Source: an optimization exercise on an open RTL-to-GDS flow (aim: small area, a short achievable clock period and few clock cycles per item). Production flows keep margins and buffers that such runs may drop. The RTL was checked by simulation tests, not by an equivalence proof against the original design.

## flow/design.v (module list and top-level ports; edited modules follow where they fit)
// module gx2: 3 lines
// module gxn2: 3 lines
// module kw_unwrap: 1829 lines
module kw_unwrap (
    input  wire         clk,
    input  wire         rst,
    input  wire         req_valid,
    output wire         req_ready,
    input  wire         req_kek,
    input  wire         req_long,
    input  wire [319:0] req_data,
    output wire         resp_valid,
    input  wire         resp_ready,
    output wire [255:0] resp_key,
    output wire         resp_ok
);
  // ...
==> flow/flow/run.sh <==
#!/bin/bash
set -euo pipefail
MARGIN=${MARGIN:-7.9}
bash standard.sh SETUP_SLACK_MARGIN=$MARGIN "BUFFER_PORTS_ARGS=-buffer_cell sky130_fd_sc_hd__buf_2" finish > make_finish.log 2>&1
==> flow/standard.sh <==
#!/bin/bash
# synth_recipe.tcl (not shown) runs the flow's synth.tcl, then flattens the netlist and writes it again
# the make line also repeats each setting of config.mk as NAME=value (left out here)
make -C /OpenROAD-flow-scripts/flow DESIGN_CONFIG=/design/flow/config.mk WORK_HOME=/design/flow/orfs CLKGATE_MAP_FILE= SYNTH_SCRIPT=/design/flow/synth_recipe.tcl "${@:-finish}"
==> flow/config.mk <==
export PLATFORM = sky130hd
export DESIGN_NAME = kw_unwrap
export DESIGN_NICKNAME = kw_unwrap
export VERILOG_FILES = /design/flow/design.v
export SDC_FILE = /design/flow/constraint.sdc
export NUM_CORES = 8
export LEC_CHECK = 0
export CAP_MARGIN = 40
export CELL_PAD_IN_SITES_DETAIL_PLACEMENT = 1
export CELL_PAD_IN_SITES_GLOBAL_PLACEMENT = 2
export CORE_MARGIN = 2
export CORE_UTILIZATION = 36
export CTS_CLUSTER_DIAMETER = 80
export CTS_CLUSTER_SIZE = 22
export PLACE_DENSITY = 0.56
export SLEW_MARGIN = 40
export SYNTH_HIERARCHICAL = 1
==> flow/constraint.sdc <==
create_clock -name core_clock -period 12.0 [get_ports {clk}]
set_input_delay 2.4000 -clock core_clock [delete_from_list [all_inputs] [get_ports {clk}]]
set_output_delay 2.4000 -clock core_clock [all_outputs]
set_load 0.01 [all_outputs]
==> impl_results.rst, run 1 <==
.. list-table::
   :header-rows: 1

   * - Metric
     - Value
   * - Largest net degree at the start of global routing
     - 179
   * - Buffers and inverters on the worst path
     - 1
   * - Worst hold stages
     - 0
   * - Status
     - complete, no violations
   * - Final hold slack
     - 0.317 ns
   * - Sequential cell count of the final layout
     - 2985
   * - Hold Buf Count CTS
     - 0
   * - Seq cells post-synth
     - 2985
   * - Die width
     - 656 µm
   * - Initial standard-cell utilization of the core
     - 0.362
   * - Fraction of layout instances using a drive strength above 1
     - 0.197
   * - Synthesized-area fraction occupied by and/or/nand/nor cells
     - 0.0939
   * - Global routing's busiest layer
     - met2
   * - Final setup fails
     - 0
   * - Post-synth EDFFs
     - 1162
   * - Post-CTS setup-driven buffer insertion count
     - 268
   * - Largest delay share family, worst path
     - simple AND/OR/NAND/NOR gates
   * - Worst Path Required
     - 12.79 ns
   * - Relative area of non-clock buffer cells in the final design
     - 0.0655
   * - Fraction of the core area covered by cells at the end of the flow
     - 0.443
   * - Hold violation count in the final report
     - 0
   * - Worst setup path category
     - reg -> reg
   * - Worst hold-check path type
     - reg -> reg
   * - Top-area cell type share of the netlist area
     - 0.272
   * - Flip-flop cell with the highest count after synthesis
     - dfxtp_1
   * - Via count
     - 115433
   * - Commonest cells in the synthesized netlist
     - xor2_1 (4756), dfxtp_1 (1823), edfxtp_1 (1162)
   * - Layout overhead on the synthesized area
     - 22.7%
   * - DRC violation total after the first TritonRoute iteration
     - 11891
   * - Longest Clk Path Bufs
     - 4
   * - Post-Synthesis Mean Instance Area
     - 10.4 µm²
   * - Filler Cells Inserted
     - 45490
   * - Metal2 WL
     - 345000 µm
   * - Arrival time reported for the critical path endpoint
     - 5.08 ns
   * - Number of max-cap violations
     - 0
   * - Worst Setup Start Kind
     - flip-flop
   * - Start point of the worst min-delay path
     - x1[2][54]$_DFF_P_
   * - TritonCTS Buffers
     - 205
Testbench counts, summed over its fixed seeds: cycles 34,862, items 256.
==> inputs of run 2 (changes only) <==
==> flow/flow/run.sh (replaced) <==
#!/bin/bash
set -euo pipefail
MARGIN=${MARGIN:-7.8}
bash standard.sh SETUP_SLACK_MARGIN=$MARGIN "BUFFER_PORTS_ARGS=-buffer_cell sky130_fd_sc_hd__buf_2" finish > make_finish.log 2>&1
--- a/flow/config.mk
+++ b/flow/config.mk
@@ -9,9 +9,9 @@
 export CELL_PAD_IN_SITES_DETAIL_PLACEMENT = 1
 export CELL_PAD_IN_SITES_GLOBAL_PLACEMENT = 2
 export CORE_MARGIN = 2
-export CORE_UTILIZATION = 36
+export CORE_UTILIZATION = 42
 export CTS_CLUSTER_DIAMETER = 80
 export CTS_CLUSTER_SIZE = 22
-export PLACE_DENSITY = 0.56
+export PLACE_DENSITY = 0.62
 export SLEW_MARGIN = 40
 export SYNTH_HIERARCHICAL = 1
==> run 2 against run 1 <==
Net effect: design area decreased by 3.4%; wire length is 6.5% lower; sequential share of layout area is 1.3 points higher; critical endpoint is now sa1[1]$_DFF_P_; cell count shrank 5.2%; count of clock-buffer cells in the layout shrank 13.
==> impl_results.rst, run 2 <==
.. list-table::
   :header-rows: 1

   * - Metric
     - Value
   * - Status
     - complete, no violations (unchanged)
   * - Synth Instances
     - 14679 (unchanged)
   * - Detailed-route DRC error count
     - 0 (unchanged)
   * - Number of max-cap violations
     - 0 (unchanged)
   * - Via count
     - 115415 (was 115433)
   * - Minimum clock period
     - 4.34 ns (was 4.28 ns)
   * - CTS tree
     - yes (unchanged)
   * - Worst-margin pin slew
     - 1.01 ns (was 1.05 ns)
   * - Number of cell rows
     - 221 (was 239)
   * - Synthesized netlist net count
     - 15129 (unchanged)
   * - Core outline area
     - 363000 µm² (was 424000 µm²)
   * - Placed insts
     - 19824 (was 20745)
   * - Routability cong.
     - 1.00 (was 0.963)
   * - Cell at the root of the clock tree
     - clkbuf_16 (unchanged)
   * - Worst hold-check path type
     - reg -> reg (unchanged)
   * - Worst Path Required
     - 12.83 ns (was 12.79 ns)
   * - Initial standard-cell utilization of the core
     - 0.422 (was 0.362)
   * - Worst setup path category
     - reg -> reg (unchanged)
   * - Critical Path Slowest Stage Cell
     - a211oi_1 (was and4_4)
   * - Main area contributors after synthesis
     - xor2_1 (27%), dfxtp_1 (24%), edfxtp_1 (23%) (unchanged)
   * - Largest delay share family, worst path
     - simple AND/OR/NAND/NOR gates (unchanged)
   * - Top-area cell type share of the netlist area
     - 0.272 (unchanged)
   * - Hold violation count in the final report
     - 0 (unchanged)
   * - Total overflow reported by the global router
     - 0 (unchanged)
   * - Slew margin rel.
     - 0.323 (was 0.298)
   * - Number of unique standard cell types used by synthesis
     - 81 (unchanged)
   * - Post-Synthesis Mean Instance Area
     - 10.4 µm² (unchanged)
   * - DR pass1 iterations
     - 6 (was 5)
   * - Fraction of layout instances using a drive strength above 1
     - 0.168 (was 0.197)
   * - WL per Instance
     - 35.1 µm (was 35.5 µm)
   * - Commonest non-fill, non-tap cell in the layout
     - xor2_1 (unchanged)
   * - Seq cells post-synth
     - 2985 (unchanged)
   * - Clock insertion delay at the later pin of the skew report
     - 1.02 ns (was 1.05 ns)
   * - Vias in the first global route
     - 115895 (was 116304)
   * - Worst-path fanout max
     - 99 (was 38)
   * - Share of synthesized registers carrying an async set or reset
     - 0 (unchanged)
   * - DIE HEIGHT
     - 608 µm (was 656 µm)
   * - Largest net degree at the start of global routing
     - 200 (was 179)
   * - Total Die Area
     - 370000 µm² (was 431000 µm²)
   * - Sequential share of the synthesized area
     - 0.466 (unchanged)
   * - IO Count
     - 585 (unchanged)
   * - Layout overhead on the synthesized area
     - 18.5% (was 22.7%)
   * - Warning count from the yosys run
     - 145 (unchanged)
   * - Most repeated cell in the gate-level netlist after synthesis
     - xor2_1 (unchanged)
   * - CTS H-tree depth
     - 4 (unchanged)
   * - Clock transition time at the flip-flop clock pins of the worst setup and hold paths
     - 0.09 ns (about the same)
   * - Count of buffers inserted at the top-level ports
     - 584 (unchanged)
   * - Arrival time reported for the critical path endpoint
     - 5.17 ns (was 5.08 ns)
   * - Final net count
     - 16080 (was 16345)
   * - DRC violation total after the first TritonRoute iteration
     - 12652 (was 11891)
   * - Netlist Area Pre-Place
     - 153000 µm² (unchanged)
   * - Series of cell instances along the critical path
     - or2_1 > nor2_4 > nand4_4 > buf_16 > buf_12 > a211oi_1 > a21oi_1 > xnor2_1 > o21ai_0 (was or2_2 > nor2_4 > and4_4 > buf_6 > mux2i_1 > xor2_1 > o21ai_0)
   * - Post-synth EDFFs
     - 1162 (unchanged)
   * - Flip-flop cell with the highest count after synthesis
     - dfxtp_1 (unchanged)
   * - Kind of end point of the critical path
     - flip-flop (unchanged)
   * - Hold Buf Count CTS
     - 0 (unchanged)
   * - Commonest cells in the synthesized netlist
     - xor2_1 (4756), dfxtp_1 (1823), edfxtp_1 (1162) (unchanged)
   * - Clock Sink Count
     - 2985 (unchanged)
   * - TritonCTS Buffers
     - 204 (was 205)
   * - Residual antenna-violating net count after detailed routing
     - 0 (unchanged)
   * - HPWL Detailed
     - 564000 µm (was 604000 µm)
   * - Count of pins over their slew limit
     - 0 (unchanged)
   * - DRT Wirelength
     - 724000 µm (was 774000 µm)
   * - Highest achievable clock rate
     - 230 MHz (was 233 MHz)
   * - Worst Setup Start Kind
     - flip-flop (unchanged)
   * - Overall routing resource usage
     - 0.375 (was 0.345)
   * - Largest clock skew in the final design
     - 0.112 ns (was 0.149 ns)
   * - Final critical-path share of the clock period
     - 0.362 (was 0.357)
   * - Longest Clk Path Bufs
     - 4 (unchanged)
   * - Count of placed standard cells in the final layout, fillers left out
     - 20639 (was 21780)
   * - Wire length of the first global-routing pass
     - 963000 µm (was 1020000 µm)
   * - Number of antenna violations at the first check in global routing
     - 93 (was 122)
   * - Setup repair after global routing missed its margin
     - true (unchanged)
   * - Top library cells by usage in the layout, fill and taps aside
     - xor2_1 (4127), dfxtp_1 (1789), edfxtp_1 (1162) (was xor2_1 (3961), dfxtp_1 (1792), edfxtp_1 (1162))
   * - Buffers and inverters on the worst path
     - 2 (was 1)
   * - Die width
     - 608 µm (was 656 µm)
   * - Cell type with the highest aggregate area in the netlist
     - xor2_1 (unchanged)
   * - Post-DR vias/cell
     - 5.59 (was 5.30)
   * - Max stage delay on crit path
     - 0.57 ns (was 0.88 ns)
   * - Final setup fails
     - 0 (unchanged)
   * - Fraction of the core area covered by cells at the end of the flow
     - 0.500 (was 0.443)
run 2: cell counts after synthesis:
Identical to the previous run, type by type.
run 2: worst register-to-register path: stages, from the launching register on:
cell and delay, ns:
dfxtp_1 0.43, or2_1 0.52, nor2_4 0.34, nand4_4 0.44, buf_16 0.41, buf_12 0.54, a211oi_1 0.61, a21oi_1 0.22
xnor2_1 0.54, o21ai_0 0.15
run 2: metrics by stage:
| stage | cell area, µm² | setup TNS (ns) | setup slack [ns] | hold slack, ns |
|---|---|---|---|---|
| after floorplan | 153000 | -413.82 | -1.59 | 0.310 |
| after global placement | 163000 | 0 | 5.66 | 0.310 |
| after detailed placement | 163000 | 0 | 5.87 | 0.313 |
| after CTS | 176000 | 0 | 7.65 | 0.289 |
| after global routing | 181000 | 0 | 7.61 | 0.291 |
| final | 182000 | 0 | 7.66 | 0.305 |
run 2: repair_timing:
item / in CTS / in global routing
setup endpoints to repair: 452 / 294
resized for setup: 585 / 461
cloned: 6 / 6
buffers inserted: 182 / 197
pin swaps: 113 / 146
run 2: cell families after synthesis:
logic type                 synth area share
AOI/OAI and AO/OA                    0.0790
xor gates and xnor gates              0.293
adders and majority gates            0.0101
buffers and inverters                0.0238
DFF                                   0.466
muxes                                0.0346
and+or+nand+nor                      0.0939
run 2: layer usage:
metal / GRT usage / part of all wire
met3: 0.0681 / 0.079
met1: 0.478 / 0.40
met4: 0.247 / 0.080
met2: 0.584 / 0.44
met5: 0 / 0.00023
run 2: layout make-up:
cell class | count | area [µm²]
diodes | 43 | 108
well taps | 4794 | 6000
repair buffers | 1268 | 9550
fillers | 38866 | 181000
clock inverters | 102 | 1420
clock buffers | 276 | 5470
inverters | 409 | 1620
flip-flops and latches | 2985 | 71400
multi-input cells | 10762 | 85900
run 2: final timing paths:
path                                        start  slack (ns)           endpoint  cells after the start
worst max register to register     gst[1]$_DFF_P_        7.66     sa1[1]$_DFF_P_                      9
worst min-delay path            x3[1][46]$_DFF_P_        0.31  x3[2][46]$_DFF_P_                      0
worst max-delay path               gst[1]$_DFF_P_        7.66     sa1[1]$_DFF_P_                      9
worst min register to register  x3[1][46]$_DFF_P_        0.31  x3[2][46]$_DFF_P_                      0
run 2: per-module statistics from Yosys (local to each module, per instance):
module | cell area [µm²] | flops+latches
gx2 | 8.76 | 0
gxn2 | 8.76 | 0
kw_unwrap | 117000 | 2985
==> inputs of run 3 (changes only) <==
==> flow/config.mk (replaced) <==
export PLATFORM = sky130hd
export DESIGN_NAME = kw_unwrap
export DESIGN_NICKNAME = kw_unwrap
export VERILOG_FILES = /design/flow/design.v
export SDC_FILE = /design/flow/constraint.sdc
export NUM_CORES = 8
export LEC_CHECK = 0
export CAP_MARGIN = 40
export CELL_PAD_IN_SITES_DETAIL_PLACEMENT = 0
export CELL_PAD_IN_SITES_GLOBAL_PLACEMENT = 0
export CORE_MARGIN = 2
export CORE_UTILIZATION = 36
export CTS_CLUSTER_DIAMETER = 80
export CTS_CLUSTER_SIZE = 22
export PLACE_DENSITY = 0.56
export SLEW_MARGIN = 40
export SYNTH_HIERARCHICAL = 1
==> run 3 against run 2 <==
Net effect: non-clock buffer count decreased by 104; worst hold slack worse by 0.041 ns; still clean; critical endpoint is now sa2[7]$_DFF_P_; die area is 17% higher; sequential share of layout area rose by 0.57 points; design area shrank 1.5%; highest routed layer unchanged.
==> impl_results.rst, run 3 <==
.. list-table::
   :header-rows: 1

   * - Metric
     - Value
   * - Clock transition time at the flip-flop clock pins of the worst setup and hold paths
     - 0.09 ns (about the same)
   * - Vias in the first global route
     - 104737 (was 115895)
   * - Worst hold-check path type
     - reg -> reg (unchanged)
   * - DR pass1 iterations
     - 8 (was 6)
   * - Hold Buf Count CTS
     - 0 (unchanged)
   * - Worst hold stages
     - 0 (unchanged)
   * - Overall routing resource usage
     - 0.294 (was 0.375)
   * - Cell type with the highest aggregate area in the netlist
     - xor2_1 (unchanged)
   * - Routability cong.
     - 1.03 (was 1.00)
   * - Non-Filler Cell Area, Final
     - 179000 µm² (was 182000 µm²)
   * - Most repeated cell in the gate-level netlist after synthesis
     - xor2_1 (unchanged)
   * - Total Die Area
     - 431000 µm² (was 370000 µm²)
   * - Number of cell rows
     - 239 (was 221)
   * - Worst setup path category
     - reg -> reg (unchanged)
   * - Initial standard-cell utilization of the core
     - 0.362 (was 0.422)
   * - Number of max-cap violations
     - 0 (unchanged)
   * - DRT Wirelength
     - 667000 µm (was 724000 µm)
   * - TritonCTS Buffers
     - 187 (was 204)
   * - DIE HEIGHT
     - 656 µm (was 608 µm)
   * - Top-area cell type share of the netlist area
     - 0.272 (unchanged)
   * - Slew margin rel.
     - 0.233 (was 0.323)
   * - Count of pins over their slew limit
     - 0 (unchanged)
   * - Worst setup margin
     - 7.76 ns (was 7.66 ns)
   * - HPWL Detailed
     - 518000 µm (was 564000 µm)
   * - CTS tree
     - yes (unchanged)
   * - Arrival time reported for the critical path endpoint
     - 5.01 ns (was 5.17 ns)
   * - Count of buffers inserted at the top-level ports
     - 584 (unchanged)
   * - Top library cells by usage in the layout, fill and taps aside
     - xor2_1 (4286), dfxtp_1 (1813), edfxtp_1 (1162) (was xor2_1 (4127), dfxtp_1 (1789), edfxtp_1 (1162))
   * - Commonest cells in the synthesized netlist
     - xor2_1 (4756), dfxtp_1 (1823), edfxtp_1 (1162) (unchanged)
   * - Reg-to-reg startpoint
     - sb1[39]$_DFF_P_ (was gst[1]$_DFF_P_)
   * - Netlist Area Pre-Place
     - 153000 µm² (unchanged)
   * - Worst Setup Start Kind
     - flip-flop (unchanged)
   * - Wire length of the first global-routing pass
     - 877000 µm (was 963000 µm)
   * - Filler Cells Inserted
     - 40798 (was 38866)
   * - Total overflow reported by the global router
     - 0 (unchanged)
   * - Via count
     - 112561 (was 115415)
   * - IO Count
     - 585 (unchanged)
   * - Worst reg-to-reg path cell count
     - 13 (was 9)
   * - Compound-gate portion of the synthesized area
     - 0.0790 (unchanged)
   * - Cell at the root of the clock tree
     - clkbuf_16 (unchanged)
   * - Highest achievable clock rate
     - 236 MHz (was 230 MHz)
   * - Hold violation count in the final report
     - 0 (unchanged)
   * - Minimum clock period
     - 4.24 ns (was 4.34 ns)
   * - Dpl cell area
     - 164000 µm² (was 163000 µm²)
   * - Largest clock skew in the final design
     - 0.118 ns (was 0.112 ns)
   * - Worst Hold Endpoint
     - x4[3][60]$_DFF_P_ (was x3[2][46]$_DFF_P_)
   * - Synth Instances
     - 14679 (unchanged)
   * - Synthesized netlist net count
     - 15129 (unchanged)
   * - Core outline area
     - 424000 µm² (was 363000 µm²)
   * - Slack of the worst reg-to-reg path
     - 7.76 ns (was 7.66 ns)
   * - Post-synth EDFFs
     - 1162 (unchanged)
   * - Layout overhead on the synthesized area
     - 16.8% (was 18.5%)
   * - Clock Sink Count
     - 2985 (unchanged)
   * - Main area contributors after synthesis
     - xor2_1 (27%), dfxtp_1 (24%), edfxtp_1 (23%) (unchanged)
   * - Sequential share of the synthesized area
     - 0.466 (unchanged)
   * - Synthesized-area fraction occupied by and/or/nand/nor cells
     - 0.0939 (unchanged)
   * - Number of unique standard cell types used by synthesis
     - 81 (unchanged)
   * - Longest Clk Path Bufs
     - 4 (unchanged)
   * - Start point of the worst min-delay path
     - x4[2][60]$_DFF_P_ (was x3[1][46]$_DFF_P_)
   * - Multiplexer area fraction after synthesis
     - 0.0346 (unchanged)
   * - Post-DR vias/cell
     - 5.26 (was 5.59)
   * - Clock insertion delay at the later pin of the skew report
     - 1.02 ns (about the same)
   * - Xor and xnor fraction of the mapped netlist area
     - 0.293 (unchanged)
   * - Seq cells post-synth
     - 2985 (unchanged)
   * - Final setup fails
     - 0 (unchanged)
   * - Worst-margin pin slew
     - 1.14 ns (was 1.01 ns)
   * - Worst-path fanout max
     - 4 (was 99)
   * - Residual antenna-violating net count after detailed routing
     - 0 (unchanged)
   * - Pre-CTS setup slack
     - 5.96 ns (was 5.87 ns)
   * - Dominant combinational cell family by area after synthesis
     - XOR/XNOR gates (unchanged)
   * - Adder-cell area share of the yosys netlist
     - 0.0101 (unchanged)
   * - Post-Synthesis Mean Instance Area
     - 10.4 µm² (unchanged)
   * - Final net count
     - 15962 (was 16080)
   * - Final critical-path share of the clock period
     - 0.354 (was 0.362)
   * - Largest net degree at the start of global routing
     - 186 (was 200)
   * - Detailed-route DRC error count
     - 0 (unchanged)
   * - Fraction of layout instances using a drive strength above 1
     - 0.145 (was 0.168)
   * - CTS H-tree depth
     - 4 (unchanged)
   * - Worst Path Required
     - 12.77 ns (was 12.83 ns)
   * - Kind of end point of the critical path
     - flip-flop (unchanged)
   * - Die width
     - 656 µm (was 608 µm)
   * - Share of synthesized registers carrying an async set or reset
     - 0 (unchanged)
   * - Number of antenna violations at the first check in global routing
     - 133 (was 93)
   * - Commonest non-fill, non-tap cell in the layout
     - xor2_1 (unchanged)
   * - WL per Instance
     - 31.2 µm (was 35.1 µm)
   * - Status
     - complete, no violations (unchanged)
   * - Flip-flop cell with the highest count after synthesis
     - dfxtp_1 (unchanged)
   * - R2R Path End
     - sa2[7]$_DFF_P_ (was sa1[1]$_DFF_P_)
   * - Setup repair after global routing missed its margin
     - true (unchanged)
   * - Warning count from the yosys run
     - 145 (unchanged)
   * - DRC violation total after the first TritonRoute iteration
     - 14195 (was 12652)
==> run 3: metal layers <==
metal,global-route usage,share of wire,vias up
li1,-,-,49859
met1,0.368,0.39,55350
met2,0.441,0.43,5784
met3,0.0715,0.10,1492
met4,0.211,0.085,76
met5,0,0.0012,-
==> run 3: worst max-delay path, cell delays in order, from the launching register on <==
cell and delay (ns):
dfxtp_1 0.44, and2_1 0.23, xor2_1 0.27, xor2_1 0.37, xor2_1 0.23, xor2_1 0.36
xor2_4 0.20, buf_12 0.15, xor2_2 0.29, xor2_1 0.32, xor2_1 0.23, buf_4 0.17
xor2_1 0.24, xor2_2 0.50
==> run 3: worst max path at each step <==
stage | from | endpoint | slack (ns) | cells after the start
finish | sb1[39]$_DFF_P_ | sa2[7]$_DFF_P_ | 7.76 | 13
detailed placement | sel3[1]$_SDFF_PP0_ | sa1[109]$_DFF_P_ | 5.96 | 16
global route | sb2[168]$_DFF_P_ | sa1[124]$_DFF_P_ | 7.65 | 14
global placement | sel3[1]$_SDFF_PP0_ | sa1[74]$_DFF_P_ | 5.95 | 16
floorplan | gst[0]$_DFF_P_ | kwin[0]$_DFFE_PP_ | -1.59 | 3
CTS | u[0]$_DFF_P_ | x2[0][36]$_DFF_P_ | 7.74 | 10
==> run 3: layout make-up <==
cell class | count | area, µm² | share of cell area
antenna | 62 | 155 | 0.000867
clock buffer | 274 | 5180 | 0.0290
clock inverter | 71 | 1000 | 0.00562
inverter | 409 | 1590 | 0.00890
multi-input combinational | 10765 | 83900 | 0.469
sequential | 2985 | 71400 | 0.399
tap | 5663 | 7090 | 0.0396
timing repair buffer | 1164 | 8550 | 0.0478
==> run 3: metrics by stage <==
stage	setup TNS [ns]	hold slack (ns)	util	instances
detailed placement	0	0.312	0.387	20680
global placement	0	0.309	0.386	20669
CTS	0	0.275	0.411	21129
global route	0	0.290	0.422	21339
floorplan	-413.82	0.310	-	14679
finish	0	0.264	0.422	21393
==> run 3: cell families after synthesis <==
kind of cell | Yosys count
DFF | 2985
and+or+nand+nor | 2966
muxes | 467
AOI/OAI and AO/OA | 2090
buffers and inverters | 932
adders and majority gates | 124
xor gates and xnor gates | 5115
==> run 3: repair_timing <==
item	CTS	global route
gates cloned	8	6
endpoints found under the setup margin	612	541
setup buffers	96	187
pin swaps	60	113
hold endpoints to repair	0	0
resized for setup	406	350
==> run 3: modules after synthesis, one instance, submodules excluded <==
module,cells,copies in the design
kw_unwrap,10555,1
gxn2,1,64
gx2,1,4060
==> inputs of run 4 (changes only) <==
==> flow/flow/run.sh (replaced) <==
#!/bin/bash
set -euo pipefail
MARGIN=${MARGIN:-8}
bash standard.sh SETUP_SLACK_MARGIN=$MARGIN "BUFFER_PORTS_ARGS=-buffer_cell sky130_fd_sc_hd__buf_2" finish > make_finish.log 2>&1
--- a/flow/config.mk
+++ b/flow/config.mk
@@ -7,7 +7,7 @@
 export LEC_CHECK = 0
 export CAP_MARGIN = 40
 export CELL_PAD_IN_SITES_DETAIL_PLACEMENT = 0
-export CELL_PAD_IN_SITES_GLOBAL_PLACEMENT = 0
+export CELL_PAD_IN_SITES_GLOBAL_PLACEMENT = 1
 export CORE_MARGIN = 2
 export CORE_UTILIZATION = 36
 export CTS_CLUSTER_DIAMETER = 80
==> run 4 against run 3 <==
Net effect: still clean; core utilization grew 1.8 points; global-route usage grew 2.0 points; synthesized cell count is the same; first-iteration DRC count shrank 12%; via count shrank 0.55%; fmax grew 0.84%; die area is the same; design area grew 4.2%; critical endpoint is now resp_ok.
==> impl_results.rst, run 4 <==
.. list-table::
   :header-rows: 1

   * - Metric
     - Value
   * - Count of placed standard cells in the final layout, fillers left out
     - 21706 (was 21393)
   * - Residual antenna-violating net count after detailed routing
     - 0 (unchanged)
   * - Number of max-cap violations
     - 0 (unchanged)
   * - Clock insertion delay at the later pin of the skew report
     - 1.00 ns (was 1.02 ns)
   * - Seq cells post-synth
     - 2985 (unchanged)
   * - Vias in the first global route
     - 106931 (was 104737)
   * - Kind of end point of the critical path
     - output port (was flip-flop)
   * - Sequential share of the synthesized area
     - 0.466 (unchanged)
   * - Worst Setup Start Kind
     - flip-flop (unchanged)
   * - TritonCTS Buffers
     - 199 (was 187)
   * - Core outline area
     - 424000 µm² (unchanged)
   * - Fraction of the core area covered by cells at the end of the flow
     - 0.440 (was 0.422)
   * - Arrival time reported for the critical path endpoint
     - 1.81 ns (was 5.01 ns)
   * - Netlist Area Pre-Place
     - 153000 µm² (unchanged)
   * - Filler Cells Inserted
     - 40697 (was 40798)
   * - Worst setup path category
     - reg -> out (was reg -> reg)
   * - Final setup fails
     - 0 (unchanged)
   * - Routability cong.
     - 0.993 (was 1.03)
   * - Initial standard-cell utilization of the core
     - 0.362 (unchanged)
   * - Synthesized netlist net count
     - 15129 (unchanged)
   * - DIE HEIGHT
     - 656 µm (unchanged)
   * - Final hold slack
     - 0.318 ns (was 0.264 ns)
   * - Worst Hold Endpoint
     - x4[2][21]$_DFF_P_ (was x4[3][60]$_DFF_P_)
   * - Storage element area
     - 71500 µm² (was 71400 µm²)
   * - Count of buffers inserted at the top-level ports
     - 584 (unchanged)
   * - Post-DR vias/cell
     - 5.16 (was 5.26)
   * - Layout overhead on the synthesized area
     - 21.7% (was 16.8%)
   * - Cell type with the highest aggregate area in the netlist
     - xor2_1 (unchanged)
   * - Fraction of layout instances using a drive strength above 1
     - 0.193 (was 0.145)
   * - Worst hold-check path type
     - reg -> reg (unchanged)
   * - Total overflow reported by the global router
     - 0 (unchanged)
   * - Total Die Area
     - 431000 µm² (unchanged)
   * - Post-Synthesis Mean Instance Area
     - 10.4 µm² (unchanged)
   * - Commonest cells in the synthesized netlist
     - xor2_1 (4756), dfxtp_1 (1823), edfxtp_1 (1162) (unchanged)
   * - Highest achievable clock rate
     - 238 MHz (was 236 MHz)
   * - Commonest non-fill, non-tap cell in the layout
     - xor2_1 (unchanged)
   * - WL per Instance
     - 32.7 µm (was 31.2 µm)
   * - Final net count
     - 16283 (was 15962)
   * - Worst-margin pin slew
     - 1.02 ns (was 1.14 ns)
   * - Share of synthesized registers carrying an async set or reset
     - 0 (unchanged)
   * - Wire length of the first global-routing pass
     - 929000 µm (was 877000 µm)
   * - Synth Instances
     - 14679 (unchanged)
   * - Start point of the worst min-delay path
     - x4[1][21]$_DFF_P_ (was x4[2][60]$_DFF_P_)
   * - Cell at the root of the clock tree
     - clkbuf_16 (unchanged)
   * - Die width
     - 656 µm (unchanged)
   * - Max stage delay on crit path
     - 0.50 ns (about the same)
   * - DRT Wirelength
     - 710000 µm (was 667000 µm)
   * - Via count
     - 111946 (was 112561)
   * - Post-synth EDFFs
     - 1162 (unchanged)
   * - Setup repair after global routing missed its margin
     - true (unchanged)
   * - Placed insts
     - 20744 (was 20680)
   * - Minimum clock period
     - 4.21 ns (was 4.24 ns)
   * - DR pass1 iterations
     - 7 (was 8)
   * - Worst hold stages
     - 0 (unchanged)
   * - Longest Clk Path Bufs
     - 4 (unchanged)
   * - Slack of the worst reg-to-reg path
     - 7.94 ns (was 7.76 ns)
   * - CTS tree
     - yes (unchanged)
   * - Critical Path Slowest Stage Cell
     - edfxtp_1 (was xor2_2)
   * - Top library cells by usage in the layout, fill and taps aside
     - xor2_1 (4015), dfxtp_1 (1756), edfxtp_1 (1162) (was xor2_1 (4286), dfxtp_1 (1813), edfxtp_1 (1162))
   * - Number of unique standard cell types used by synthesis
     - 81 (unchanged)
   * - Worst Path Required
     - 9.60 ns (was 12.77 ns)
   * - Main area contributors after synthesis
     - xor2_1 (27%), dfxtp_1 (24%), edfxtp_1 (23%) (unchanged)
   * - Area of the multi-input gates
     - 87600 µm² (was 83900 µm²)
   * - Flip-flop cell with the highest count after synthesis
     - dfxtp_1 (unchanged)
   * - Count of pins over their slew limit
     - 0 (unchanged)
   * - DRC violation total after the first TritonRoute iteration
     - 12495 (was 14195)
   * - Top-area cell type share of the netlist area
     - 0.272 (unchanged)
   * - Clock Sink Count
     - 2985 (unchanged)
   * - Series of cell instances along the critical path
     - buf_12 > buf_6 (was and2_1 > xor2_1 > xor2_1 > xor2_1 > xor2_1 > xor2_4 > buf_12 > xor2_2 > xor2_1 > xor2_1 > buf_4 > xor2_1 > xor2_2)
   * - Most repeated cell in the gate-level netlist after synthesis
     - xor2_1 (unchanged)
   * - HPWL Detailed
     - 551000 µm (was 518000 µm)
   * - R2R Path End
     - sa1[58]$_DFF_P_ (was sa2[7]$_DFF_P_)
   * - CTS H-tree depth
     - 4 (unchanged)
   * - Number of cell rows
     - 239 (unchanged)
   * - Largest clock skew in the final design
     - 0.105 ns (was 0.118 ns)
   * - Hold violation count in the final report
     - 0 (unchanged)
   * - Largest net degree at the start of global routing
     - 164 (was 186)
   * - Reg-to-reg startpoint
     - u[3]$_DFF_P_ (was sb1[39]$_DFF_P_)
   * - Worst reg-to-reg path cell count
     - 12 (was 13)
   * - Warning count from the yosys run
     - 145 (unchanged)
   * - Final critical-path share of the clock period
     - 0.351 (was 0.354)
   * - Number of antenna violations at the first check in global routing
     - 90 (was 133)
   * - Slew margin rel.
     - 0.318 (was 0.233)
   * - IO Count
     - 585 (unchanged)
   * - Overall routing resource usage
     - 0.314 (was 0.294)
   * - Detailed-route DRC error count
     - 0 (unchanged)
   * - Status
     - complete, no violations (unchanged)
   * - Clock transition time at the flip-flop clock pins of the worst setup and hold paths
     - 0.09 ns (about the same)
   * - Worst-path fanout max
     - 2 (was 4)
## run 4: changes by cell type in the layout (fill, tap and decap cells not counted), sizes merged, moves of 2 or more
cell and change:
bufinv +2, clkinvlp +10, inv +10, clkbuf -3, diode -20, clkinv +5, buf +309
## run 4: per-module statistics from Yosys (local to each module, per instance)
module     cells  flip-flops and latches  area [µm²]  copies in the design
kw_unwrap  10555                    2985      117000                     1
gx2            1                       0        8.76                  4060
gxn2           1                       0        8.76                    64
## run 4: per-layer routing
layer | up-vias | global-route usage | wire length (µm)
li1 | 50270 | - | -
met1 | 56129 | 0.414 | 292000
met2 | 4485 | 0.493 | 317000
met3 | 1034 | 0.0500 | 54000
met4 | 28 | 0.169 | 46600
met5 | - | 0 | 325
## run 4: per-stage QoR
stage / setup WS [ns] / cell area, µm² / setup TNS, ns
after floorplan: -1.59 / 153000 / -413.82
after global placement: 6.15 / 164000 / 0
after detailed placement: 6.19 / 165000 / 0
after CTS: 7.72 / 179000 / 0
after global routing: 7.80 / 186000 / 0
final: 7.79 / 186000 / 0
## run 4: logic make-up (layout without fill, tap and decap cells)
group / count (synthesis) / in the layout / share of synthesized area
compound gates: 2090 / 2090 / 0.0790
xor+xnor: 5115 / 5115 / 0.293
fa+ha+maj: 124 / 124 / 0.0101
buf+inv: 932 / 2252 / 0.0238
flops: 2985 / 2985 / 0.466
mux: 467 / 467 / 0.0346
other cells: 0 / 42 / 0
simple gates: 2966 / 2968 / 0.0939
## run 4: how the worst max path moves through the flow
stage	to	start	cells past startpoint
3_3_place_gp	sa1[30]$_DFF_P_	sel3[1]$_SDFF_PP0_	16
2_1_floorplan	kwin[0]$_DFFE_PP_	gst[0]$_DFF_P_	3
4_1_cts	resp_ok	out_ok$_DFFE_PP_	2
3_5_place_dp	sa1[29]$_DFF_P_	sel3[1]$_SDFF_PP0_	16
6_report	resp_ok	out_ok$_DFFE_PP_	2
5_1_grt	resp_ok	out_ok$_DFFE_PP_	2
## run 4: repair_timing
item,in CTS,in global routing
hold buffers,0,0
cloned,11,8
resized for setup,832,645
setup endpoints to repair,973,606
pin swaps,160,188
setup buffers,226,300
## run 4: worst max-delay path, delay by kind of cell, from the launching register on
kind                   cells  cell delay (ns)
buffers and inverters      2             0.33
flip-flops                 1             0.50
## run 4: final cells by class
class / instances / area share
Inverter: 409 / 0.00874
Multi-Input combinational cell: 10764 / 0.470
Timing Repair Buffer: 1474 / 0.0637
Clock inverter: 98 / 0.00700
Clock buffer: 271 / 0.0288
Tap cell: 5663 / 0.0380
Sequential cell: 2985 / 0.383
Antenna cell: 42 / 0.000564
==> inputs of run 5 (changes only) <==
==> flow/flow/run.sh (replaced) <==
#!/bin/bash
set -euo pipefail
MARGIN=${MARGIN:-7.8}
bash standard.sh SETUP_SLACK_MARGIN=$MARGIN "BUFFER_PORTS_ARGS=-buffer_cell sky130_fd_sc_hd__buf_2" finish > make_finish.log 2>&1
==> run 5 against run 4 <==
Net effect: highest routed layer unchanged; global-route usage fell by 0.25 points; area after synthesis unchanged; clock skew rose by 0.0068 ns; via count fell by 1.2%.
==> impl_results.rst, run 5 <==
.. list-table::
   :header-rows: 1

   * - Metric
     - Value
   * - Most repeated cell in the gate-level netlist after synthesis
     - xor2_1 (unchanged)
   * - Synthesized-area fraction occupied by and/or/nand/nor cells
     - 0.0939 (unchanged)
   * - Xor and xnor fraction of the mapped netlist area
     - 0.293 (unchanged)
   * - Commonest cells in the synthesized netlist
     - xor2_1 (4756), dfxtp_1 (1823), edfxtp_1 (1162) (unchanged)
   * - DRT Wirelength
     - 700000 µm (was 710000 µm)
   * - Total Die Area
     - 431000 µm² (unchanged)
   * - Core outline area
     - 424000 µm² (unchanged)
   * - DRC violation total after the first TritonRoute iteration
     - 12588 (was 12495)
   * - Fraction of the core area covered by cells at the end of the flow
     - 0.426 (was 0.440)
   * - Worst Path Required
     - 9.60 ns (about the same)
   * - Number of unique standard cell types used by synthesis
     - 81 (unchanged)
   * - Highest achievable clock rate
     - 237 MHz (was 238 MHz)
   * - Worst-path fanout max
     - 2 (unchanged)
   * - Residual antenna-violating net count after detailed routing
     - 0 (unchanged)
   * - Number of cell rows
     - 239 (unchanged)
   * - Synth Instances
     - 14679 (unchanged)
   * - Adder-cell area share of the yosys netlist
     - 0.0101 (unchanged)
   * - Sequential share of the synthesized area
     - 0.466 (unchanged)
   * - Kind of end point of the critical path
     - output port (unchanged)
   * - Initial standard-cell utilization of the core
     - 0.362 (unchanged)
   * - IO Count
     - 585 (unchanged)
   * - Clock Sink Count
     - 2985 (unchanged)
   * - Status
     - complete, no violations (unchanged)
   * - Commonest non-fill, non-tap cell in the layout
     - xor2_1 (unchanged)
   * - HPWL Detailed
     - 551000 µm (unchanged)
   * - CTS tree
     - yes (unchanged)
   * - Flip-flop cell with the highest count after synthesis
     - dfxtp_1 (unchanged)
   * - Share of synthesized registers carrying an async set or reset
     - 0 (unchanged)
   * - Synthesized netlist net count
     - 15129 (unchanged)
   * - Arrival time reported for the critical path endpoint
     - 1.82 ns (was 1.81 ns)
   * - Worst setup path category
     - reg -> out (unchanged)
   * - Final setup fails
     - 0 (unchanged)
   * - Hold Buf Count CTS
     - 0 (unchanged)
   * - Clock insertion delay at the later pin of the skew report
     - 1.00 ns (about the same)
   * - Seq cells post-synth
     - 2985 (unchanged)
   * - Worst reg-to-reg path cell count
     - 10 (was 12)
   * - Layout overhead on the synthesized area
     - 17.8% (was 21.7%)
   * - Detailed-route DRC error count
     - 0 (unchanged)
   * - Fraction of layout instances using a drive strength above 1
     - 0.157 (was 0.193)
   * - Final net count
     - 16029 (was 16283)
   * - DIE HEIGHT
     - 656 µm (unchanged)
   * - Clock transition time at the flip-flop clock pins of the worst setup and hold paths
     - 0.09 ns (about the same)
   * - Slew margin rel.
     - 0.300 (was 0.318)
   * - Overall routing resource usage
     - 0.312 (was 0.314)
   * - Dominant combinational cell family by area after synthesis
     - XOR/XNOR gates (unchanged)
   * - Top-area cell type share of the netlist area
     - 0.272 (unchanged)
   * - Die width
     - 656 µm (unchanged)
   * - Post-Synthesis Mean Instance Area
     - 10.4 µm² (unchanged)
   * - Final critical-path share of the clock period
     - 0.351 (about the same)
   * - Final hold slack
     - 0.317 ns (was 0.318 ns)
   * - Vias in the first global route
     - 105993 (was 106931)
   * - Number of max-cap violations
     - 0 (unchanged)
   * - Worst hold stages
     - 0 (unchanged)
   * - Hold violation count in the final report
     - 0 (unchanged)
   * - Number of antenna violations at the first check in global routing
     - 83 (was 90)
   * - Cell type with the highest aggregate area in the netlist
     - xor2_1 (unchanged)
   * - Cell at the root of the clock tree
     - clkbuf_16 (unchanged)
   * - Warning count from the yosys run
     - 145 (unchanged)
   * - Netlist Area Pre-Place
     - 153000 µm² (unchanged)
   * - Top library cells by usage in the layout, fill and taps aside
     - xor2_1 (4224), dfxtp_1 (1805), edfxtp_1 (1162) (was xor2_1 (4015), dfxtp_1 (1756), edfxtp_1 (1162))
   * - WL per Instance
     - 32.7 µm (about the same)
   * - Main area contributors after synthesis
     - xor2_1 (27%), dfxtp_1 (24%), edfxtp_1 (23%) (unchanged)
   * - Minimum clock period
     - 4.22 ns (was 4.21 ns)
   * - Multiplexer area fraction after synthesis
     - 0.0346 (unchanged)
   * - Via count
     - 110638 (was 111946)
   * - Wire length of the first global-routing pass
     - 922000 µm (was 929000 µm)
   * - Worst Setup Start Kind
     - flip-flop (unchanged)
   * - Worst hold-check path type
     - reg -> reg (unchanged)
   * - Worst-margin pin slew
     - 1.05 ns (was 1.02 ns)
   * - Post-DR vias/cell
     - 5.16 (about the same)
   * - DR pass1 iterations
     - 6 (was 7)
   * - Count of buffers inserted at the top-level ports
     - 584 (unchanged)
   * - Largest clock skew in the final design
     - 0.112 ns (was 0.105 ns)
   * - TritonCTS Buffers
     - 199 (unchanged)
   * - Total overflow reported by the global router
     - 0 (unchanged)
   * - Count of pins over their slew limit
     - 0 (unchanged)
   * - Setup repair after global routing missed its margin
     - true (unchanged)
   * - Routability cong.
     - 0.993 (unchanged)
   * - Post-synth EDFFs
     - 1162 (unchanged)
   * - Largest net degree at the start of global routing
     - 164 (unchanged)
   * - Longest Clk Path Bufs
     - 4 (unchanged)
   * - Compound-gate portion of the synthesized area
     - 0.0790 (unchanged)
   * - CTS H-tree depth
     - 4 (unchanged)
[run 5: what timing repair did]
| action | CTS | global route |
|---|---|---|
| setup buffers | 115 | 167 |
| gates resized for setup | 440 | 403 |
| endpoints found under the setup margin | 716 | 384 |
| hold endpoints to repair | 0 | 0 |
| pin swaps | 65 | 91 |
| cloned | 3 | 7 |
[run 5: path summary, 6_finish.rpt]
check,from,endpoint,slack [ns]
min,x4[1][21]$_DFF_P_,x4[2][21]$_DFF_P_,0.32
min reg2reg,x4[1][21]$_DFF_P_,x4[2][21]$_DFF_P_,0.32
max reg2reg,u[0]$_DFF_P_,sa1[87]$_DFF_P_,7.79
max,out_ok$_DFFE_PP_,resp_ok,7.78
[run 5: layer usage]
metal / global-route usage / share of wire / routed length, µm / up-vias
met2: 0.491 / 0.45 / 314000 / 4262
met3: 0.0483 / 0.072 / 50300 / 976
met5: 0 / 0.00059 / 411 / -
met1: 0.412 / 0.42 / 291000 / 55467
li1: - / - / - / 49901
met4: 0.165 / 0.063 / 44300 / 32
[run 5: worst max-delay path, cell delays in order, from the launching register on]
cell and delay, ns:
edfxtp_1 0.50, buf_12 0.20, buf_6 0.14
[run 5: logic make-up after synthesis]
group,Yosys count
adder cells (fa/ha/maj),124
multiplexers,467
AND/OR/NAND/NOR,2966
flip-flops,2985
buffers and inverters,932
AO/OA/AOI/OAI,2090
XOR/XNOR,5115
[run 5: modules after synthesis (local to each module, per instance)]
module / cells inside / copies in the design / flops+latches / area [µm²]
gx2: 1 / 4060 / 0 / 8.76
gxn2: 1 / 64 / 0 / 8.76
kw_unwrap: 10555 / 1 / 2985 / 117000
[run 5: cell type report]
class                           count  area [µm²]
Antenna cell                       35        87.6
Clock buffer                      271        5370
Clock inverter                     98        1310
Fill cell                       41185      243000
Inverter                          409        1580
Multi-Input combinational cell  10763       84800
Sequential cell                  2985       71400
Tap cell                         5663        7090
Timing Repair Buffer             1221        8890
[run 5: per-stage QoR]
step	cell area, µm²	setup TNS, ns	instances	worst slack [ns]
after floorplan	153000	-413.82	14679	-1.59
after global placement	164000	0	20734	6.15
after detailed placement	165000	0	20744	6.19
after CTS	176000	0	21231	7.72
after global routing	180000	0	21418	7.71
final	181000	0	21445	7.78
==> inputs of run 6 (changes only) <==
--- a/flow/config.mk
+++ b/flow/config.mk
@@ -9,9 +9,9 @@
 export CELL_PAD_IN_SITES_DETAIL_PLACEMENT = 0
 export CELL_PAD_IN_SITES_GLOBAL_PLACEMENT = 1
 export CORE_MARGIN = 2
-export CORE_UTILIZATION = 36
+export CORE_UTILIZATION = 40
 export CTS_CLUSTER_DIAMETER = 80
 export CTS_CLUSTER_SIZE = 22
-export PLACE_DENSITY = 0.56
+export PLACE_DENSITY = 0.6
 export SLEW_MARGIN = 40
 export SYNTH_HIERARCHICAL = 1
==> run 6 against run 5 <==
Net effect: clock skew is 0.030 ns higher; highest routed layer unchanged; core utilization is 4.1 points higher; via count is essentially flat; global-route usage grew 2.5 points; still clean.
==> impl_results.rst, run 6 <==
.. list-table::
   :header-rows: 1

   * - Metric
     - Value
   * - Status
     - complete, no violations (unchanged)
   * - Max stage delay on crit path
     - 0.60 ns (was 0.50 ns)
   * - Clock transition time at the flip-flop clock pins of the worst setup and hold paths
     - 0.09 ns (about the same)
   * - Arrival time reported for the critical path endpoint
     - 1.83 ns (was 1.82 ns)
   * - Post-Synthesis Mean Instance Area
     - 10.4 µm² (unchanged)
   * - DRT Wirelength
     - 677000 µm (was 700000 µm)
   * - Largest net degree at the start of global routing
     - 173 (was 164)
   * - Storage element area
     - 71400 µm² (about the same)
   * - Post-DR vias/cell
     - 5.34 (was 5.16)
   * - CTS H-tree depth
     - 4 (unchanged)
   * - Kind of end point of the critical path
     - output port (unchanged)
   * - Number of unique standard cell types used by synthesis
     - 81 (unchanged)
   * - Setup repair after global routing missed its margin
     - true (unchanged)
   * - Via count
     - 110619 (was 110638)
   * - Worst hold-check path type
     - reg -> reg (unchanged)
   * - Core outline area
     - 382000 µm² (was 424000 µm²)
   * - Overall routing resource usage
     - 0.336 (was 0.312)
   * - Synth Instances
     - 14679 (unchanged)
   * - Commonest cells in the synthesized netlist
     - xor2_1 (4756), dfxtp_1 (1823), edfxtp_1 (1162) (unchanged)
   * - Count of buffers inserted at the top-level ports
     - 584 (unchanged)
   * - Worst-margin pin slew
     - 1.08 ns (was 1.05 ns)
   * - Vias in the first global route
     - 105515 (was 105993)
   * - Met1 track demand over resource in global routing
     - 0.444 (was 0.412)
   * - Routability cong.
     - 1.00 (was 0.993)
   * - IO Count
     - 585 (unchanged)
   * - Netlist Area Pre-Place
     - 153000 µm² (unchanged)
   * - WL per Instance
     - 32.7 µm (about the same)
   * - Detailed-route DRC error count
     - 0 (unchanged)
   * - Clock insertion delay at the later pin of the skew report
     - 1.02 ns (was 1.00 ns)
   * - Worst Setup Start Kind
     - flip-flop (unchanged)
   * - HPWL Detailed
     - 533000 µm (was 551000 µm)
   * - Longest Clk Path Bufs
     - 4 (unchanged)
   * - Fraction of layout instances using a drive strength above 1
     - 0.145 (was 0.157)
   * - Share of synthesized registers carrying an async set or reset
     - 0 (unchanged)
   * - Slack of the worst reg-to-reg path
     - 7.80 ns (was 7.79 ns)
   * - Residual antenna-violating net count after detailed routing
     - 0 (unchanged)
   * - Cell at the root of the clock tree
     - clkbuf_16 (unchanged)
   * - DRC violation total after the first TritonRoute iteration
     - 12575 (was 12588)
   * - Top library cells by usage in the layout, fill and taps aside
     - xor2_1 (4295), dfxtp_1 (1811), edfxtp_1 (1162) (was xor2_1 (4224), dfxtp_1 (1805), edfxtp_1 (1162))
   * - Buffers and inverters on the worst path
     - 1 (was 2)
   * - Total overflow reported by the global router
     - 0 (unchanged)
   * - CTS tree
     - yes (unchanged)
   * - Worst setup path category
     - reg -> out (unchanged)
   * - Layout overhead on the synthesized area
     - 16.4% (was 17.8%)
   * - Flip-flop cell with the highest count after synthesis
     - dfxtp_1 (unchanged)
   * - DR pass1 iterations
     - 6 (unchanged)
   * - Pre-CTS setup slack
     - 6.20 ns (was 6.19 ns)
   * - Number of antenna violations at the first check in global routing
     - 91 (was 83)
   * - Series of cell instances along the critical path
     - buf_2 (was buf_12 > buf_6)
   * - Cell type with the highest aggregate area in the netlist
     - xor2_1 (unchanged)
   * - Main area contributors after synthesis
     - xor2_1 (27%), dfxtp_1 (24%), edfxtp_1 (23%) (unchanged)
   * - TritonCTS Buffers
     - 195 (was 199)
   * - Final net count
     - 15941 (was 16029)
   * - Met2 track utilization from global routing
     - 0.514 (was 0.491)
   * - Post-synth EDFFs
     - 1162 (unchanged)
   * - Met3 layer usage reported by global route
     - 0.0565 (was 0.0483)
   * - Highest achievable clock rate
     - 236 MHz (was 237 MHz)
   * - Sequential share of the synthesized area
     - 0.466 (unchanged)
   * - Fraction of the core area covered by cells at the end of the flow
     - 0.467 (was 0.426)
   * - Number of cell rows
     - 227 (was 239)
   * - Die width
     - 623 µm (was 656 µm)
   * - Largest delay share family, worst path
     - flip-flops (unchanged)
   * - Worst-path fanout max
     - 1 (was 2)
   * - Hold violation count in the final report
     - 0 (unchanged)
   * - Minimum clock period
     - 4.23 ns (was 4.22 ns)
   * - Count of pins over their slew limit
     - 0 (unchanged)
   * - Warning count from the yosys run
     - 145 (unchanged)
   * - Critical Path Slowest Stage Cell
     - edfxtp_1 (unchanged)
   * - Area of the multi-input gates
     - 84000 µm² (was 84800 µm²)
   * - DIE HEIGHT
     - 623 µm (was 656 µm)
   * - Global routing's busiest layer
     - met2 (unchanged)
   * - Final critical-path share of the clock period
     - 0.352 (was 0.351)
   * - Synthesized netlist net count
     - 15129 (unchanged)
   * - Total Die Area
     - 388000 µm² (was 431000 µm²)
   * - Worst Path Required
     - 9.60 ns (about the same)
   * - Number of max-cap violations
     - 0 (unchanged)
   * - Clock Sink Count
     - 2985 (unchanged)
   * - Initial standard-cell utilization of the core
     - 0.401 (was 0.362)
   * - Seq cells post-synth
     - 2985 (unchanged)
   * - Most repeated cell in the gate-level netlist after synthesis
     - xor2_1 (unchanged)
   * - Wire length of the first global-routing pass
     - 898000 µm (was 922000 µm)
   * - Final setup fails
     - 0 (unchanged)
   * - Largest clock skew in the final design
     - 0.142 ns (was 0.112 ns)
   * - Commonest non-fill, non-tap cell in the layout
     - xor2_1 (unchanged)
   * - Slew margin rel.
     - 0.278 (was 0.300)
   * - Filler Cells Inserted
     - 36477 (was 41185)
   * - Top-area cell type share of the netlist area
     - 0.272 (unchanged)
   * - Worst setup margin
     - 7.77 ns (was 7.78 ns)
==> run 6: area by class of cell <==
type / count / area share
Antenna cell: 42 / 0.000590
Multi-Input combinational cell: 10762 / 0.471
Inverter: 409 / 0.00884
Sequential cell: 2985 / 0.401
Timing Repair Buffer: 1138 / 0.0468
Clock inverter: 92 / 0.00682
Tap cell: 5038 / 0.0354
Clock buffer: 266 / 0.0298
==> run 6: path summary, 6_finish.rpt <==
| path | from | to | cells after the start |
|---|---|---|---|
| worst max-delay path | out_key[217]$_DFFE_PP_ | resp_key[217] | 1 |
| worst min-delay path | x4[0][58]$_DFF_P_ | x4[1][58]$_DFF_P_ | 0 |
| worst max register to register | sel3[1]$_SDFF_PP0_ | sa1[19]$_DFF_P_ | 14 |
| worst min register to register | x4[0][58]$_DFF_P_ | x4[1][58]$_DFF_P_ | 0 |
==> run 6: logic make-up (layout without fill, tap and decap cells) <==
family / count (synthesis) / after routing / synth area share
AO/OA/AOI/OAI: 2090 / 2090 / 0.0790
AND/OR/NAND/NOR: 2966 / 2966 / 0.0939
XOR/XNOR: 5115 / 5115 / 0.293
multiplexers: 467 / 467 / 0.0346
buffers and inverters: 932 / 1905 / 0.0238
adder cells (fa/ha/maj): 124 / 124 / 0.0101
other: 0 / 42 / 0
flip-flops: 2985 / 2985 / 0.466
==> run 6: metal layers <==
metal / part of all wire / wire length [µm]
met5: 0.00035 / 240
met4: 0.073 / 49800
met3: 0.076 / 51300
met2: 0.44 / 297000
met1: 0.41 / 279000
==> run 6: stage by stage <==
step	setup TNS [ns]	area, µm²	std cells	hold slack [ns]
2_1_floorplan	-413.82	153000	14679	0.310
4_1_cts	0	174000	20537	0.285
3_3_place_gp	0	163000	20071	0.310
6_report	0	178000	20732	0.295
3_5_place_dp	0	164000	20087	0.312
5_1_grt	0	178000	20707	0.282
==> run 6: timing repair <==
item / CTS / global route
endpoints found under the setup margin: 596 / 417
pin swaps: 41 / 83
buffers inserted: 90 / 144
hold buffers: 0 / 0
gates resized for setup: 343 / 377
gates cloned: 2 / 3
==> run 6: per-module statistics from Yosys, one instance, submodules excluded <==
module | copies in the design | area, µm²
gx2 | 4060 | 8.76
gxn2 | 64 | 8.76
kw_unwrap | 1 | 117000

static timing again, ports no longer ideal:
In the flow no input, the clock included, has a driving cell. The finished layouts below were timed again as built, in two steps.
Step 1 (the two cells are an assumption about what drives the block):
set clk [get_ports {clk}]
set_driving_cell -lib_cell sky130_fd_sc_hd__clkbuf_16 $clk
set_driving_cell -lib_cell sky130_fd_sc_hd__buf_2 [delete_from_list [all_inputs] $clk]
Step 2 also shifts input and output timing later by t, the mid clock arrival at the registers, as if the neighbouring blocks saw the same clock.
Slacks: ideal ports / drivers / drivers and shift; pairs: ideal ports / drivers.
| run | t (ns) | setup WS [ns] | worst setup path at the end | latest minus earliest clock arrival (ns) |
|---|---|---|---|---|
| run 1 | 1.091 | 7.716 / 7.716 / 6.948 | input to register | 0.149 / 0.148 |
| run 2 | 1.097 | 7.657 / 7.657 / 6.985 | input to register | 0.118 / 0.117 |
| run 3 | 1.057 | 7.757 / 7.757 / 6.937 | input to register | 0.123 / 0.122 |
| run 4 | 1.071 | 7.792 / 7.669 / 7.151 | input to register | 0.106 / 0.105 |
| run 5 | 1.067 | 7.783 / 7.663 / 7.019 | input to register | 0.113 / 0.112 |
| run 6 | 1.061 | 7.771 / 7.657 / 6.873 | input to register | 0.142 / 0.142 |
After both steps setup and hold are still met in every run listed. The setup slack of run 6, which loses most, moves by -0.114 ns with the drivers and by -0.898 ns with both steps.
